Source: an optimization exercise on an open RTL-to-GDS flow (aim: small area, a short achievable clock period and few clock cycles per item). Production flows keep margins and buffers that such runs may drop.
Function was checked by simulation only, so behaviour that the tests miss may differ from the original.
Power and IR drop assume default switching activity.

<file path="flow/config.mk">
export PLATFORM = sky130hd
export DESIGN_NAME = ty_shade_eval
export DESIGN_NICKNAME = ty_shade_eval
export VERILOG_FILES = /design/flow/design.v
export SDC_FILE = /design/flow/constraint.sdc
export NUM_CORES = 4
export LEC_CHECK = 0
export CAP_MARGIN = 20
export CORE_MARGIN = 2
export CORE_UTILIZATION = 40
export SLEW_MARGIN = 20
</file>
<file path="flow/constraint.sdc">
create_clock -name core_clock -period 17.0 [get_ports {clk}]
set_input_delay 3.4000 -clock core_clock [delete_from_list [all_inputs] [get_ports {clk}]]
set_output_delay 3.4000 -clock core_clock [all_outputs]
set_load 0.01 [all_outputs]
</file>
<file path="flow/design.v">
module ty_shade_eval (
    input  wire        clk,
    input  wire        rst,         
    input  wire        start,       
    output wire        ready,
    input  wire        shape,       
    input  wire [20:0] px,          
    input  wire [20:0] py,
    input  wire [39:0] cx,          
    input  wire [39:0] cy,
    input  wire [24:0] hw,          
    input  wire [24:0] hh,          
    input  wire [24:0] radius,      
    input  wire [19:0] ramp,        
    input  wire [15:0] depth,       
    output reg         done,
    output reg  [16:0] factor       
);
    localparam K  = 2;                         
    localparam NQ = ((29 + K - 1) / K) * K;    
    localparam NR = ((30 + K - 1) / K) * K;    
    localparam NS = ((25 + K - 1) / K) * K;    
    localparam KM = 2 * K;                     
    localparam NM = ((25 + KM - 1) / KM) * KM; 
    localparam NA = 16;                        
    localparam NB = ((16 + K - 1) / K) * K;    
    localparam SW = 2 * NR;                    
    localparam RW = NR + 3;                    
    localparam VW = NR + K + 2;                
    reg st_idle;    
    reg st_prep;    
    reg st_rcls;    
    reg st_div;     
    reg st_rsq;     
    reg st_sqf;     
    reg st_sqrt;    
    reg st_post;    
    reg st_mul;     
    reg st_fchk;    
    reg st_bmul;    
    reg st_bdiv;    
    reg [4:0] cnt;
    wire last = (cnt == 5'd0);
    wire fin;                  
    assign ready = st_idle || fin;
    reg               r_shape, r_ell, r_bigx, r_bigy;
    reg        [24:0] r_hw, r_hh;      
    reg      [NM-1:0] r_rad;           
    reg        [19:0] r_ramp;
    reg        [15:0] r_depth;
    reg        [39:0] r_dx;            
    reg        [37:0] r_dy;            
    reg      [RW-1:0] r_rx;            
    reg      [NR-1:0] r_qx;            
    reg      [NR-1:0] r_qy;            
    reg      [SW-1:0] r_s;             
    wire signed [40:0] ax1 = $signed({20'd0, px}) - $signed({cx[39], cx});
    wire signed [40:0] ax2 = $signed({cx[39], cx}) - $signed({20'd0, px});
    wire signed [40:0] ay1 = $signed({20'd0, py}) - $signed({cy[39], cy});
    wire signed [40:0] ay2 = $signed({cy[39], cy}) - $signed({20'd0, py});
    wire        [40:0] adx = ax1[40] ? ax2 : ax1;
    wire        [40:0] ady = ay1[40] ? ay2 : ay1;
    wire        ell  = r_shape && (r_hw[24:8] != 0) && (r_hh[24:8] != 0);
    wire [25:0] hcmp = {1'b0, r_hw} - {1'b0, r_hh};
    wire [24:0] hmin = hcmp[25] ? r_hw : r_hh;
    wire [25:0] rcmp = {1'b0, r_rad[24:0]} - {1'b0, hmin};
    wire [24:0] rr   = (r_shape || !rcmp[25]) ? hmin : r_rad[24:0];
    wire [25:0] e_ax = ell ? {2'b00, r_dx[36:13]} : r_dx[25:0];
    wire [25:0] e_ay = ell ? {2'b00, r_dy[36:13]} : r_dy[25:0];
    wire [26:0] exd  = {1'b0, e_ax} - {2'b00, r_hw};
    wire [26:0] eyd  = {1'b0, e_ay} - {2'b00, r_hh};
    wire        xfar = r_bigx || (ell ? !exd[26] : (r_dx[36:26] != 0));
    wire        yfar = r_bigy || (ell ? !eyd[26] : (r_dy[36:26] != 0));
    wire        far  = xfar || yfar;
    wire [27:0] qx     = {r_dx[26], r_dx[26:0]} + {3'b000, r_rad[24:0]};
    wire [27:0] qy     = {r_dy[26], r_dy[26:0]} + {3'b000, r_rad[24:0]};
    wire        px_pos = !qx[27] && (qx[26:0] != 27'd0);
    wire        py_pos = !qy[27] && (qy[26:0] != 27'd0);
    wire [27:0] xge    = {r_dx[26], r_dx[26:0]} - {8'd0, r_ramp};
    wire [27:0] yge    = {r_dy[26], r_dy[26:0]} - {8'd0, r_ramp};
    wire        r_in   = !px_pos && !py_pos;                        
    wire        r_out  = (px_pos && !xge[27] && (r_dx[26:0] != 27'd0)) ||
                         (py_pos && !yge[27] && (r_dy[26:0] != 27'd0));
    wire        r_one  = !px_pos || !py_pos;                        
    wire [26:0] r_d1   = px_pos ? r_dx[26:0] : r_dy[26:0];
    reg [23:0]   dv_rx, dv_ry;
    reg [15:0]   dv_dx;
    reg [13:0]   dv_dy;
    reg [NR-1:0] dv_qx, dv_qy;
    reg [24:0]   t_x, t_y;
    reg [25:0]   u_x, u_y;
    integer i, j, k;
    always @(*) begin
        dv_rx = r_dx[39:16];
        dv_ry = r_dy[37:14];
        dv_dx = r_dx[15:0];
        dv_dy = r_dy[13:0];
        dv_qx = r_qx;
        dv_qy = r_qy;
        for (i = 0; i < K; i = i + 1) begin
            t_x = {dv_rx, dv_dx[15]};
            t_y = {dv_ry, dv_dy[13]};
            u_x = {1'b0, t_x} - {1'b0, r_hw};
            u_y = {1'b0, t_y} - {1'b0, r_hh};
            dv_dx = dv_dx << 1;
            dv_dy = dv_dy << 1;
            dv_qx = {dv_qx[NR-2:0], !u_x[25]};
            dv_qy = {dv_qy[NR-2:0], !u_y[25]};
            dv_rx = u_x[25] ? t_x[23:0] : u_x[23:0];
            dv_ry = u_y[25] ? t_y[23:0] : u_y[23:0];
        end
    end
    reg  [24:0] hw_top, hh_top;        
    integer m;
    always @(*) begin
        hw_top[24] = r_hw[24];
        hh_top[24] = r_hh[24];
        for (m = 23; m >= 0; m = m - 1) begin
            hw_top[m] = hw_top[m+1] | r_hw[m];
            hh_top[m] = hh_top[m+1] | r_hh[m];
        end
    end
    wire [31:0] cx8 = r_dx[39:8];
    wire [31:0] cy8 = r_dy[37:6];
    wire dz   = (r_qx == {NR{1'b0}}) && (r_qy == {NR{1'b0}});
    wire dsk8 = dz && (cnt >= 5'd4) && ((cx8 & ~{8'd0, hw_top[24:1]}) == 0) &&
                                       ((cy8 & ~{8'd0, hh_top[24:1]}) == 0);
    wire rsk8 = dz && (cnt >= 5'd4) && (r_dx[NS-1 -: 8] == 8'd0) && (r_dy[NS-1 -: 8] == 8'd0);
    wire [NR-1:0] fd_qx = {r_qx[NR-K-1:0], r_dx[NS-1 -: K]};
    wire [NR-1:0] fd_qy = {r_qy[NR-K-1:0], r_dy[NS-1 -: K]};
    reg           m_mulx, m_muly, m_muls, m_dec;
    wire [NR-1:0] vm = m_dec ? {r_qx[NR-1:16] - 1'b1, r_qx[15:0]} : r_qx;
    wire [K-1:0]  bx = r_qx[K-1:0];
    wire [K-1:0]  by = r_qy[K-1:0];
    wire [VW-1:0] vx = m_mulx ? {{(VW-NR){1'b0}}, vm}
                             : {{(VW-NR-1){1'b0}}, r_qx[NR-1:K], 1'b0, bx};
    wire [VW-1:0] vy = m_muly ? {{(VW-NR-K){1'b0}}, vm, {K{1'b0}}}
                             : {{(VW-NR-1){1'b0}}, r_qy[NR-1:K], 1'b0, by};
    wire [K-1:0]  sx = m_muls ? r_rad[NM-K-1 -: K] : bx;
    wire [K-1:0]  sy = m_muls ? r_rad[NM-1 -: K]   : by;
    reg  [SW-1:0] cs_s, cs_c, cs_t, cs_n;
    always @(*) begin
        cs_s = r_s << (2 * K);
        cs_c = {SW{1'b0}};
        for (j = 0; j < 2 * K; j = j + 1) begin
            if (j < K) cs_t = sx[j % K] ? ({{(SW-VW){1'b0}}, vx} << (j % K)) : {SW{1'b0}};
            else       cs_t = sy[j % K] ? ({{(SW-VW){1'b0}}, vy} << (j % K)) : {SW{1'b0}};
            cs_n = cs_s ^ cs_c ^ cs_t;
            cs_c = ((cs_s & cs_c) | (cs_s & cs_t) | (cs_c & cs_t)) << 1;
            cs_s = cs_n;
        end
    end
    wire [SW-1:0] acc = cs_s + cs_c;
    reg [RW-1:0] sq_r;
    reg [RW:0]   sq_u;
    reg [NR-1:0] sq_q;
    reg [SW-1:0] sq_s;
    always @(*) begin
        sq_r = r_rx;
        sq_q = r_qx;
        sq_s = r_s;
        for (k = 0; k < K; k = k + 1) begin
            sq_r = {sq_r[RW-3:0], sq_s[SW-1:SW-2]};
            sq_s = sq_s << 2;
            sq_u = {1'b0, sq_r} - {1'b0, sq_q, 2'b01};
            sq_q = {sq_q[NR-2:0], !sq_u[RW]};
            if (!sq_u[RW]) sq_r = sq_u[RW-1:0];
        end
    end
    wire sk_z  = (r_qx == {NR{1'b0}});
    wire sk4   = sk_z && (r_s[SW-1 -: 8*K] == 0) && (cnt >= 5'd4);
    wire sk2   = sk_z && (r_s[SW-1 -: 4*K] == 0) && (cnt >= 5'd2);
    wire [SW-1:0] sk_s = sk4 ? (r_s << (8 * K)) : (r_s << (4 * K));
    wire mk2   = (r_s == {SW{1'b0}}) && (r_rad[NM-1 -: 2*KM] == 0) && (cnt >= 5'd2);
    wire s_small = (r_s[SW-1:33] == 0) &&
                   (!r_s[32] || ((r_s[31:18] == 0) && (!r_s[17] || (r_s[16:0] == 0))));
    wire s_small_sh = (r_s[SW-1:49] == 0) &&
                   (!r_s[48] || ((r_s[47:34] == 0) && (!r_s[33] || (r_s[32:16] == 0))));
    wire s_small_sh2 = (r_s[SW-1:57] == 0) &&
                   (!r_s[56] || ((r_s[55:42] == 0) && (!r_s[41] || (r_s[40:24] == 0))));
    reg  sq_fst, sq_sh, sq_sh2;        
    wire e_in   = r_ell && sq_fst && (sq_sh2 ? s_small_sh2 : sq_sh ? s_small_sh : s_small);
    wire sq_shift = (r_s[SW-1:39] == 0);
    wire sq_shift2 = (r_s[SW-1:31] == 0);
    wire [26:0] rd = {1'b0, r_qx[25:0]} - {2'b00, r_rad[24:0]};
    wire        d_le0 = r_ell ? (r_s[SW-1:16] == 0)
                              : (r_rx[26] || (r_rx[26:0] == 27'd0));
    wire [19:0] d_lo  = r_ell ? r_s[35:16] : r_rx[19:0];
    wire        d_hi  = r_ell ? (r_s[SW-1:36] != 0) : (r_rx[25:20] != 0);
    wire [20:0] e_rd  = {1'b0, r_ramp} - {1'b0, d_lo};              
    wire        d_geR = d_hi || e_rd[20] || (e_rd == 21'd0);
    assign fin = (st_sqrt && e_in) || (st_bdiv && last);
    always @(posedge clk) begin
        if (rst) begin
            st_idle <= 1'b1;
            st_prep <= 1'b0; st_rcls <= 1'b0; st_div  <= 1'b0; st_rsq  <= 1'b0;
            st_sqf  <= 1'b0; st_sqrt <= 1'b0; st_post <= 1'b0; st_mul  <= 1'b0;
            st_fchk <= 1'b0; st_bmul <= 1'b0; st_bdiv <= 1'b0;
            done    <= 1'b0;
        end else begin
            st_idle <= (ready && !start) || (st_prep && far) || (st_rcls && (r_in || r_out)) ||
                       (st_fchk && (d_le0 || d_geR));
            st_prep <= ready && start;
            st_rcls <= st_prep && !far && !ell;
            st_div  <= (st_prep && !far && ell) || (st_div && !last);
            st_rsq  <= (st_rcls && !r_in && !r_out && !r_one) || (st_rsq && !last);
            st_sqf  <= (st_div || st_rsq) && last;
            st_sqrt <= st_sqf || (st_sqrt && !last && !e_in);
            st_post <= st_sqrt && last && !r_ell;
            st_mul  <= (st_sqrt && last && r_ell) || (st_mul && !last);
            st_fchk <= (st_rcls && !r_in && !r_out && r_one) || st_post || (st_mul && last);
            st_bmul <= (st_fchk && !d_le0 && !d_geR) || (st_bmul && !last);
            st_bdiv <= (st_bmul && last) || (st_bdiv && !last);
            done    <= fin || (st_prep && far) || (st_rcls && (r_in || r_out)) ||
                       (st_fchk && (d_le0 || d_geR));
        end
    end
    always @(posedge clk) begin
        if (st_prep)                     factor <= 17'd65536;
        if (st_rcls)                     factor <= r_out ? 17'd65536 : {1'b0, r_depth};
        if (st_sqrt)                     factor <= {1'b0, r_depth};
        if (st_fchk)                     factor <= d_le0 ? {1'b0, r_depth} : 17'd65536;
        if (st_bdiv)                     factor <= {1'b0, dv_qx[15:0]};
    end
    always @(posedge clk) begin
        m_mulx <= ((st_sqrt && last) || st_mul || st_fchk || st_bmul) && !((st_mul || st_bmul) && last);
        m_muly <= ((st_sqrt && last) || st_mul || st_fchk || st_bmul || st_post) && !((st_mul || st_bmul) && last);
        m_muls <= ((st_sqrt && last) || st_mul || st_fchk || st_bmul || st_sqf) && !((st_mul || st_bmul) && last);
        m_dec <= (st_sqrt && last) || (st_mul && !last);
        if (st_prep) begin
            r_rad <= {{(NM-25){1'b0}}, rr};
            r_ell <= ell;
            r_qx  <= {NR{1'b0}};
            r_qy  <= {NR{1'b0}};
            r_s   <= {SW{1'b0}};
            cnt   <= NQ / K - 1;
            if (ell)                     
                r_dx <= {r_dx[37:0], 2'b00};
            else begin
                r_dx <= {{13{exd[26]}}, exd};
                r_dy <= {{10{eyd[26]}}, eyd};
            end
        end
        if (st_rcls) begin
            r_dx  <= {12'd0, qx[24:0]};
            r_dy  <= {12'd0, qy[24:0]};
            r_rx  <= {{(RW-27){r_d1[26]}}, r_d1};
            cnt   <= NS / K - 1;
        end
        if (st_div) begin
            if (dsk8) begin
                r_dx  <= r_dx << 8;
                r_dy  <= r_dy << 8;
                cnt   <= cnt - 5'd4;
            end else begin
                r_dx  <= {dv_rx, dv_dx};
                r_dy  <= {dv_ry, dv_dy};
                r_qx  <= dv_qx;
                r_qy  <= dv_qy;
                r_s   <= acc;
                cnt   <= cnt - 5'd1;
            end
        end
        if (st_rsq) begin
            if (rsk8) begin                   
                r_dx  <= r_dx << 8;
                r_dy  <= r_dy << 8;
                cnt   <= cnt - 5'd4;
            end else begin
                r_dx  <= r_dx << K;
                r_dy  <= r_dy << K;
                r_qx  <= fd_qx;
                r_qy  <= fd_qy;
                r_s   <= acc;
                cnt   <= cnt - 5'd1;
            end
        end
        sq_fst <= st_sqf;
        if (st_sqf) begin
            r_s   <= sq_shift2 ? (acc << 24) : sq_shift ? (acc << 16) : acc;
            sq_sh <= sq_shift;
            sq_sh2 <= sq_shift2;
            r_rx  <= {RW{1'b0}};
            r_qx  <= {NR{1'b0}};
            cnt   <= sq_shift2 ? NR / K - 7 : sq_shift ? NR / K - 5 : NR / K - 1;
        end
        if (st_sqrt) begin
            if (sk2) begin
                r_s   <= sk_s;
                cnt   <= cnt - (sk4 ? 5'd4 : 5'd2);
            end else begin
                r_rx  <= sq_r;
                r_qx  <= sq_q;
                r_s   <= sq_s;
                cnt   <= last ? NM / KM - 1 : cnt - 5'd1;
            end
        end
        if (st_post) begin
            r_rx  <= {{(RW-27){rd[26]}}, rd};
        end
        if (st_mul) begin
            if (mk2) begin                    
                r_rad <= r_rad << (2 * KM);
                cnt   <= cnt - 5'd2;
            end else begin
                r_s   <= acc;
                r_rad <= r_rad << KM;
                cnt   <= cnt - 5'd1;
            end
        end
        if (st_fchk) begin
            r_qx  <= {{(NR-20){1'b0}}, e_rd[19:0]};
            r_rad <= {r_depth, {(NM-NA){1'b0}}};
            r_hw  <= {5'd0, r_ramp};
            r_s   <= {{(SW-20){1'b0}}, d_lo};        
            cnt   <= NA / KM - 1;
        end
        if (st_bmul) begin
            r_s   <= acc;
            r_rad <= r_rad << KM;
            cnt   <= cnt - 5'd1;
            if (last) begin
                r_dx  <= acc[39:0];
                r_qx  <= {NR{1'b0}};
                cnt   <= NB / K - 1;
            end
        end
        if (st_bdiv) begin
            r_dx  <= {dv_rx, dv_dx};
            r_qx  <= dv_qx;
            cnt   <= cnt - 5'd1;
        end
        if (ready) begin            
            r_shape <= shape;
            r_hw    <= hw;
            r_hh    <= hh;
            r_rad   <= {{(NM-25){1'b0}}, radius};
            r_ramp  <= ramp;
            r_depth <= depth;
            r_dx    <= adx[36:0];
            r_dy    <= ady[36:0];
            r_bigx  <= adx[40:37] != 4'd0;
            r_bigy  <= ady[40:37] != 4'd0;
        end
    end
endmodule
</file>
<file path="flow/run.sh">
#!/bin/bash
# synth_recipe.tcl (not shown) runs the flow's synth.tcl, then flattens the netlist and writes it again
# the make line also repeats each setting of config.mk as NAME=value (left out here)
make -C /OpenROAD-flow-scripts/flow DESIGN_CONFIG=/design/flow/config.mk WORK_HOME=/design/flow/orfs CLKGATE_MAP_FILE= SYNTH_SCRIPT=/design/flow/synth_recipe.tcl finish
</file>
==> reports/results.tsv, run 1 <==
metric	value	unit
vias	63905	
cts-root-buf	clkbuf_16	
post-dp-hpwl	214200	um
worst_pin_slew	1.226	ns
clock_path_buffers	3	
synthCells	7706	
ctsHoldBuffers	0	
synth_area_per_cell	7.266	um2
met3_length	34130	um
synth_fp_nets	8605	
ioPinCount	256	
cap_violations	0	
std_cell_rows	137	
maxSlewViolCount	0	
routed_via_density	6.604	
crit_family	compound AO/OA/AOI/OAI gates	
met1Wirelength	105300	um
drive_gt1_share	5.541	%
top_layer_used	met5	
crit_path_max_incr_delay	0.49	ns
nNetsFinal	8651	
cp.buffers_inverters	3	
antenna_left	0	
cp.arrival	8.63	ns
drc	0	
finalSetupTns	0	ns
wl_per_cell	28.71	um
start_util	40.23	%
grt_use_total	37.35	%
cts_tree	done	
synth_flop_cell	dfxtp_1	
cts_resized	0	
gp_congestion	1.054	
wirelength	277800	um
grt_remaining_overflow	0	
synth_edf_count	175	
synth.top_cell.area_share	12.45	%
max_slew_margin	15.90	%
hold_viol_final	0	
yosysSeqAreaShare	17.04	%
grt_pass1_wl	399800	um
synth_common_cells	891 x nand2_1, 783 x a21oi_1, 631 x nor2_1	
power_leakage	25.98	nW
hold_class	reg2reg	
crit_chain	inv_1 -> ha_1 -> o21a_1 -> o31a_1 -> o2111a_1 -> o311a_1 -> nor3_1 -> o21a_1 -> buf_4 -> mux2_2 -> ha_1 -> o21a_1 -> o21ai_0 -> a311oi_1 -> o21ai_0 -> a21boi_0 -> a311oi_1 -> o211ai_1 -> nand2_1 -> buf_4 -> mux2_2 -> a21oi_1 -> a311oi_1	
wl_met2	116300	um
synthToLayoutAreaGrowth	11.64	%
cp_slowest_cell	buf_4	
place_inst	9572	
status	complete, no violations	
ys_seq_elements	389	
clock_latency	0.72	ns
cts_sinks	389	
fin_skew	0.08940	ns
cts.reportedPaths.clkPinSlew	0.07	ns
final_cells	9677	
drt_pass1_iterations	7	
period_needed	8.138	ns
synth_top_cell_by_area	ha_1	
synth_warnings	1	
die_h	378.1	um
grt_pass1_vias	59661	
core-area	139200	um2
ys_top_cells_by_area	ha_1 12%, edfxtp_1 9.4%, dfxtp_1 7.7%, a21oi_1 7.0%, nand2_1 6.0%	
rsz0062_at_grt	no	
clock.fmax	0.1229	GHz
fin_crit_sh	47.87	%
powerDensity	133.0	nW/um2
cp.required	17.49	ns
synth_most_common_cell	nand2_1	
grt_max_degree	89	
die-area	143000	um2
first_iter_violations	8871	
peakVddDrop	0.1845	mV
cts-buffers-inserted	52	
synthArstFlopShare	0	%
syn_area	55990	um2
io_buffers	255	
cts_setup_buffers	0	
path_max_fanout	44	
end_kind	flop	
die_w	378.1	um
cts_max_level	2	
antenna_found_initial	16	
critical_path.startpoint_type	flop	
synth_cell_types	95	
path_class	reg2reg	
setup_viol	0	
==> metrics by stage <==
step | instance area (um2) | util [%] | setup WS, ns | hold slack [ns] | power [mW]
3_5_place_dp | 60610 | 43.54 | 8.921 | 0.4627 | 6.865
5_1_grt | 62500 | 44.90 | 8.591 | 0.4999 | 8.773
3_3_place_gp | 60570 | 43.51 | 8.983 | 0.4593 | 6.846
4_1_cts | 62400 | 44.83 | 9.133 | 0.4806 | 8.102
6_report | 62510 | 44.91 | 8.862 | 0.4834 | 8.313
2_1_floorplan | 55990 | - | 8.931 | 0.3962 | 5.160
==> state kept, by name (all words and copies together) (netlist names), 5 cells and up, named ones only <==
name     cells
r_hw        25
r_dx        40
r_hh        25
r_s         60
cnt          5
r_rad       28
r_ramp      20
r_depth     16
factor      17
r_dy        38
r_rx        31
r_qx        30
r_qy        30
==> logic make-up after synthesis <==
kind of cell	Yosys count	synth area share, %
xor+xnor	365	5.710
compound gates	2637	30.19
buf+inv	934	6.369
mux	186	3.453
flops	389	17.04
fa+ha+maj	662	16.20
simple gates	2533	21.04
==> final cells by class <==
class                      instances  area [um2]
fill                           14271       76680
timing repair buffer             413        3779
antenna                            5       12.51
multi-input combinational       6383       43090
tap                             1876        2347
sequential                       389        9549
clock inverter                    35       369.1
inverter                         513        1933
clock buffer                      63        1429
==> where the power goes <==
group	internal, mW	leakage, nW	switching [mW]
clock network	0.668	0.865	0.548
registers	1.11	3.51	0.289
logic	2.16	21.6	3.54
total	3.94	26.0	4.37
==> cell usage in the layout, fill, tap and decap left out, drive strengths merged, types with 129 or more instances in the layout <==
master,synthesis,layout
nor2,631,631
buf,64,158
mux2i,129,129
inv,507,513
clkdlybuf4s50,0,255
nand2,891,891
xor2,155,155
a31oi,139,139
edfxtp,175,175
nand3,228,228
ha,557,557
a21oi,784,784
o21ai,567,567
dfxtp,214,214
xnor2,210,210
a21o,206,206
nor3,163,163
==> metal layers <==
metal | GRT usage, % | vias up
met5 | 0 | -
li1 | - | 28360
met2 | 56.23 | 4220
met1 | 46.66 | 30263
met4 | 24.50 | 10
met3 | 10.17 | 1052
==> path summary, 6_finish.rpt <==
kind	startpoint	end	slack, ns	cells past startpoint
max reg2reg	r_hw[2]$_DFFE_PP_	r_dx[38]$_SDFF_PN0_	8.86	23
max	r_hw[2]$_DFFE_PP_	r_dx[38]$_SDFF_PN0_	8.86	23
min	r_qy[29]$_DFF_P_	r_qy[29]$_DFF_P_	0.48	2
min reg2reg	r_qy[29]$_DFF_P_	r_qy[29]$_DFF_P_	0.48	2
==> worst register-to-register path, stage by stage, from the launching register on <==
cell and delay, ns:
edfxtp_1 0.43, inv_1 0.32, ha_1 0.36, o21a_1 0.22
o31a_1 0.13, o2111a_1 0.29, o311a_1 0.42, nor3_1 0.21
o21a_1 0.16, buf_4 0.47, mux2_2 0.45, ha_1 0.34
o21a_1 0.20, o21ai_0 0.38, a311oi_1 0.15, o21ai_0 0.47
a21boi_0 0.26, a311oi_1 0.46, o211ai_1 0.29, nand2_1 0.47
buf_4 0.49, mux2_2 0.41, a21oi_1 0.42, a311oi_1 0.12
Testbench counts, summed over its fixed seeds: cycles 21,144, items 1,200.
==> run 2: changes to the inputs <==
--- a/flow/design.v
+++ b/flow/design.v
@@ -178,8 +178,5 @@
                    (!r_s[48] || ((r_s[47:34] == 0) && (!r_s[33] || (r_s[32:16] == 0))));
-    wire s_small_sh2 = (r_s[SW-1:57] == 0) &&
-                   (!r_s[56] || ((r_s[55:42] == 0) && (!r_s[41] || (r_s[40:24] == 0))));
-    reg  sq_fst, sq_sh, sq_sh2;        
-    wire e_in   = r_ell && sq_fst && (sq_sh2 ? s_small_sh2 : sq_sh ? s_small_sh : s_small);
+    reg  sq_fst, sq_sh;                
+    wire e_in   = r_ell && sq_fst && (sq_sh ? s_small_sh : s_small);
     wire sq_shift = (r_s[SW-1:39] == 0);
-    wire sq_shift2 = (r_s[SW-1:31] == 0);
     wire [26:0] rd = {1'b0, r_qx[25:0]} - {2'b00, r_rad[24:0]};
@@ -279,8 +276,7 @@
         if (st_sqf) begin
-            r_s   <= sq_shift2 ? (acc << 24) : sq_shift ? (acc << 16) : acc;
+            r_s   <= sq_shift ? (acc << 16) : acc;
             sq_sh <= sq_shift;
-            sq_sh2 <= sq_shift2;
             r_rx  <= {RW{1'b0}};
             r_qx  <= {NR{1'b0}};
-            cnt   <= sq_shift2 ? NR / K - 7 : sq_shift ? NR / K - 5 : NR / K - 1;
+            cnt   <= sq_shift ? NR / K - 5 : NR / K - 1;
         end
==> run 2 against run 1 <==
Still clean. Worst setup slack lost 1.2 ns. Cell count is 2.4% lower. Sequential power about the same. Sequential share of layout area rose by 0.067 points. Fmax down 13%. Die area shrank 1.2%. Critical path depth decreased by 1. Area after synthesis is 1.2% lower. Clock-buffer cell count grew 13. Utilization rose by 0.28 points. Largest cell class unchanged.
==> reports/results.tsv, run 2 <==
metric	value	unit	change
status	complete, no violations		
wirelength	304100	um	+9.4%
worst-r2r-setup-slack	7.68	ns	-1.19 ns
nNetsFinal	8492		-1.8%
drc	0		unchanged
yosys.area_share.adder	16.39	%	+0.19 points
die_h	375.9	um	-0.58%
synth_simple_gate_area_share	19.83	%	-1.2 points
ctsHoldBuffers	0		unchanged
max_slew_margin	9.488	%	-6.4 points
ioPinCount	256		unchanged
cts_sinks	388		-0.26%
cts_setup_buffers	0		unchanged
vias	63784		-0.19%
top_regs	r_s x60, r_dx x40, r_dy x38		
grt_pass1_wl	427800	um	+7.0%
synth.top_cell.area_share	12.59	%	+0.15 points
hp-start	r_qy[28]$_DFF_P_		
clock.fmax	0.1072	GHz	-13%
synth_top_cell_by_area	ha_1		
min_to	r_qy[28]$_DFF_P_		
end_kind	flop		
antenna_left	0		unchanged
stdcell_area	62060	um2	-0.72%
routed_via_density	6.757		+2.3%
synth_most_common_cell	nand2_1		
cap_violations	0		unchanged
grt_pass1_vias	58132		-2.6%
synthArstFlopShare	0	%	unchanged
io_buffers	255		unchanged
synth_warnings	1		unchanged
worst_pin_slew	1.350	ns	+0.1231 ns
synth_xor_area_share	6.014	%	+0.30 points
antenna_found_initial	28		+12
synth-compound-area-share	29.89	%	-0.29 points
maxSlewViolCount	0		unchanged
synth_fp_nets	8417		-2.2%
clock_latency	0.71	ns	about the same
setup_viol	0		unchanged
ys_seq_elements	388		-0.26%
first_iter_violations	9795		+10%
worst_path_most_repeated_cell	o21ai_0		
crit_path_max_incr_delay	1.01	ns	+0.52 ns
drt_pass1_iterations	9		+2
cp_slowest_cell	dfxtp_1		
std_cell_rows	136		-0.73%
crit_chain	inv_1 -> ha_1 -> o21ai_0 -> a22oi_1 -> a22oi_1 -> a31oi_1 -> a21o_1 -> inv_1 -> o21ai_0 -> ha_1 -> a21o_1 -> a21o_1 -> a21oi_1 -> nor4_1 -> a211oi_1 -> o31ai_1 -> or4_1 -> o21ai_0 -> buf_2 -> a21oi_1 -> o31ai_2 -> o21ai_0		
grt_use_total	41.34	%	+4.0 points
period_needed	9.324	ns	+1.186 ns
clock_path_buffers	3		unchanged
path_max_fanout	17		-61%
cp.arrival	9.73	ns	+1.10 ns
critical_path.startpoint_type	flop		
start_util	40.30	%	+0.071 points
rsz0062_at_grt	no		
drive_gt1_share	5.721	%	+0.18 points
powerDensity	135.7	nW/um2	+2.0%
synth_top_family_by_area	compound AO/OA/AOI/OAI gates		
synth_flop_cell	dfxtp_1		
cts-root-buf	clkbuf_16		
place_inst	9328		-2.5%
setup_slack	7.676	ns	-1.186 ns
synth_edf_count	174		-0.57%
post-dp-hpwl	239800	um	+12%
power_leakage	26.06	nW	+0.31%
die-area	141300	um2	-1.2%
fin_skew	0.03815	ns	-0.05125 ns
place_ws	8.185	ns	-0.7366 ns
ys_top_cells_by_area	ha_1 13%, edfxtp_1 9.4%, dfxtp_1 7.7%, a21oi_1 7.0%, nand2_1 5.6%		
peakVddDrop	0.2236	mV	+21%
hold_class	reg2reg		
mostFrequentLayoutCell	nand2_1		
hold_depth	2		unchanged
mostFrequentLayoutCells	820 x nand2_1, 777 x a21oi_1, 612 x o21ai_0		
fin_crit_sh	54.85	%	+7.0 points
largest_reg_flops	60		unchanged
p_total	8.418	mW	+1.3%
worst_r2r_path_depth	22		-4.3%
wl_per_cell	32.21	um	+12%
post_dp_cell_area	60080	um2	-0.86%
reg2reg_to	r_qx[0]$_DFF_P_		
synthToLayoutAreaGrowth	12.15	%	
syn_area	55340	um2	-1.2%
path_class	reg2reg		
synth.area.mux_share	4.518	%	+1.1 points
multi_input_area	42650	um2	-1.0%
yosysSeqAreaShare	17.18	%	+0.15 points
core-area	137300	um2	-1.3%
grt_remaining_overflow	0		unchanged
fillCellCount	13932		-2.4%
synth_cell_types	90		-5.3%
finalSetupTns	0	ns	unchanged
seq_area	9522	um2	-0.29%
gp_congestion	1.074		+1.9%
hold_viol_final	0		unchanged
synth_area_per_cell	7.361	um2	+1.3%
final_cells	9440		-2.4%
die_w	375.9	um	-0.58%
largest-register	r_s		
cts_max_level	2		unchanged
synthCells	7518		-2.4%
cts_tree	done		
grt_max_degree	121		+36%
cts_resized	0		unchanged
synth_common_cells	823 x nand2_1, 779 x a21oi_1, 615 x o21ai_0		
cp.required	17.41	ns	-0.08 ns
cts.reportedPaths.clkPinSlew	0.06	ns	about the same
cts-buffers-inserted	54		+3.8%
reg2reg_from	r_qx[0]$_DFF_P_		
==> run 2: metal layers <==
metal / wire [um] / GRT usage [%]
met5: 184 / 0
met4: 18720 / 19.85
met3: 43430 / 14.63
met2: 114400 / 55.77
met1: 127300 / 57.58
==> run 2: logic make-up (layout without fill, tap and decap cells) <==
family,Yosys count,in the layout
adders and majority gates,662,662
DFF,388,388
other,0,7
AOI/OAI and AO/OA,2601,2601
muxes,242,242
and+or+nand+nor,2340,2340
xor gates and xnor gates,380,380
buffers and inverters,905,1026
==> run 2: how the worst max path moves through the flow <==
stage | startpoint | end | cells past startpoint
detailed placement | r_qx[0]$_DFF_P_ | r_qx[0]$_DFF_P_ | 22
CTS | r_qx[0]$_DFF_P_ | r_qx[0]$_DFF_P_ | 22
global placement | r_qx[0]$_DFF_P_ | r_qx[0]$_DFF_P_ | 21
floorplan | r_s[41]$_DFF_P_ | ready | 12
finish | r_qx[0]$_DFF_P_ | r_qx[0]$_DFF_P_ | 22
global route | r_qx[0]$_DFF_P_ | r_qx[0]$_DFF_P_ | 22
==> run 2: metrics by stage <==
| stage | util [%] | hold WS, ns |
|---|---|---|
| global placement | 43.74 | 0.4745 |
| CTS | 45.13 | 0.4940 |
| finish | 45.19 | 0.4903 |
| detailed placement | 43.75 | 0.4865 |
| floorplan | - | 0.3553 |
| global route | 45.18 | 0.5164 |
==> run 2: layout make-up <==
class / instances / area share, %
sequential: 388 / 15.34
timing repair buffer: 429 / 6.234
tap: 1794 / 3.617
antenna: 7 / 0.02823
inverter: 495 / 3.006
multi-input combinational: 6225 / 68.73
clock inverter: 26 / 0.5565
clock buffer: 76 / 2.482
==> run 2: report_power, final <==
group          leakage [nW]  internal, mW  switching [mW]  total, mW
Clock                 0.918         0.727           0.547       1.27
Sequential             3.50          1.10           0.285       1.39
Combinational          21.6          2.09            3.67       5.75
Total                  26.1          3.92            4.50       8.42
==> run 2: critical path: cells and delay by family, from the launching register on <==
family | cells | cell delay, ns
AO/OA/AOI/OAI | 15 | 5.54
flip-flops | 1 | 1.01
buffers and inverters | 3 | 1.04
adder cells (fa/ha/maj) | 2 | 0.91
AND/OR/NAND/NOR | 2 | 0.48
Testbench counts of run 2, summed over its fixed seeds: cycles 21,455, items 1,200.

==> afterwards: timing with drivers on the ports <==
The flow's constraints put no driver on any port. The routed layouts listed below were extracted and timed again, unchanged, in two steps. Step 1 assumes that a clkbuf_16 drives the clock port and a buf_2 every other input. Step 2 adds t to the input delays and takes it off the output delays; t is the mean of the earliest and latest rising clock arrival at the registers after step 1. Input paths then give back, and output paths get back, about the clock's delay inside the block. Slacks: no drivers / after step 1 / after step 2; pairs: no drivers / after step 1.
run	shift t [ns]	setup WS [ns]	worst data-port slew with drivers (ns)
run 1	0.757	8.862 / 8.821 / 8.836	0.07
run 2	0.779	7.676 / 7.676 / 7.676	0.12
After both steps every run listed still meets setup and hold. The setup slack of run 1, which loses most, moves by -0.041 ns with the drivers and by -0.026 ns with both steps.
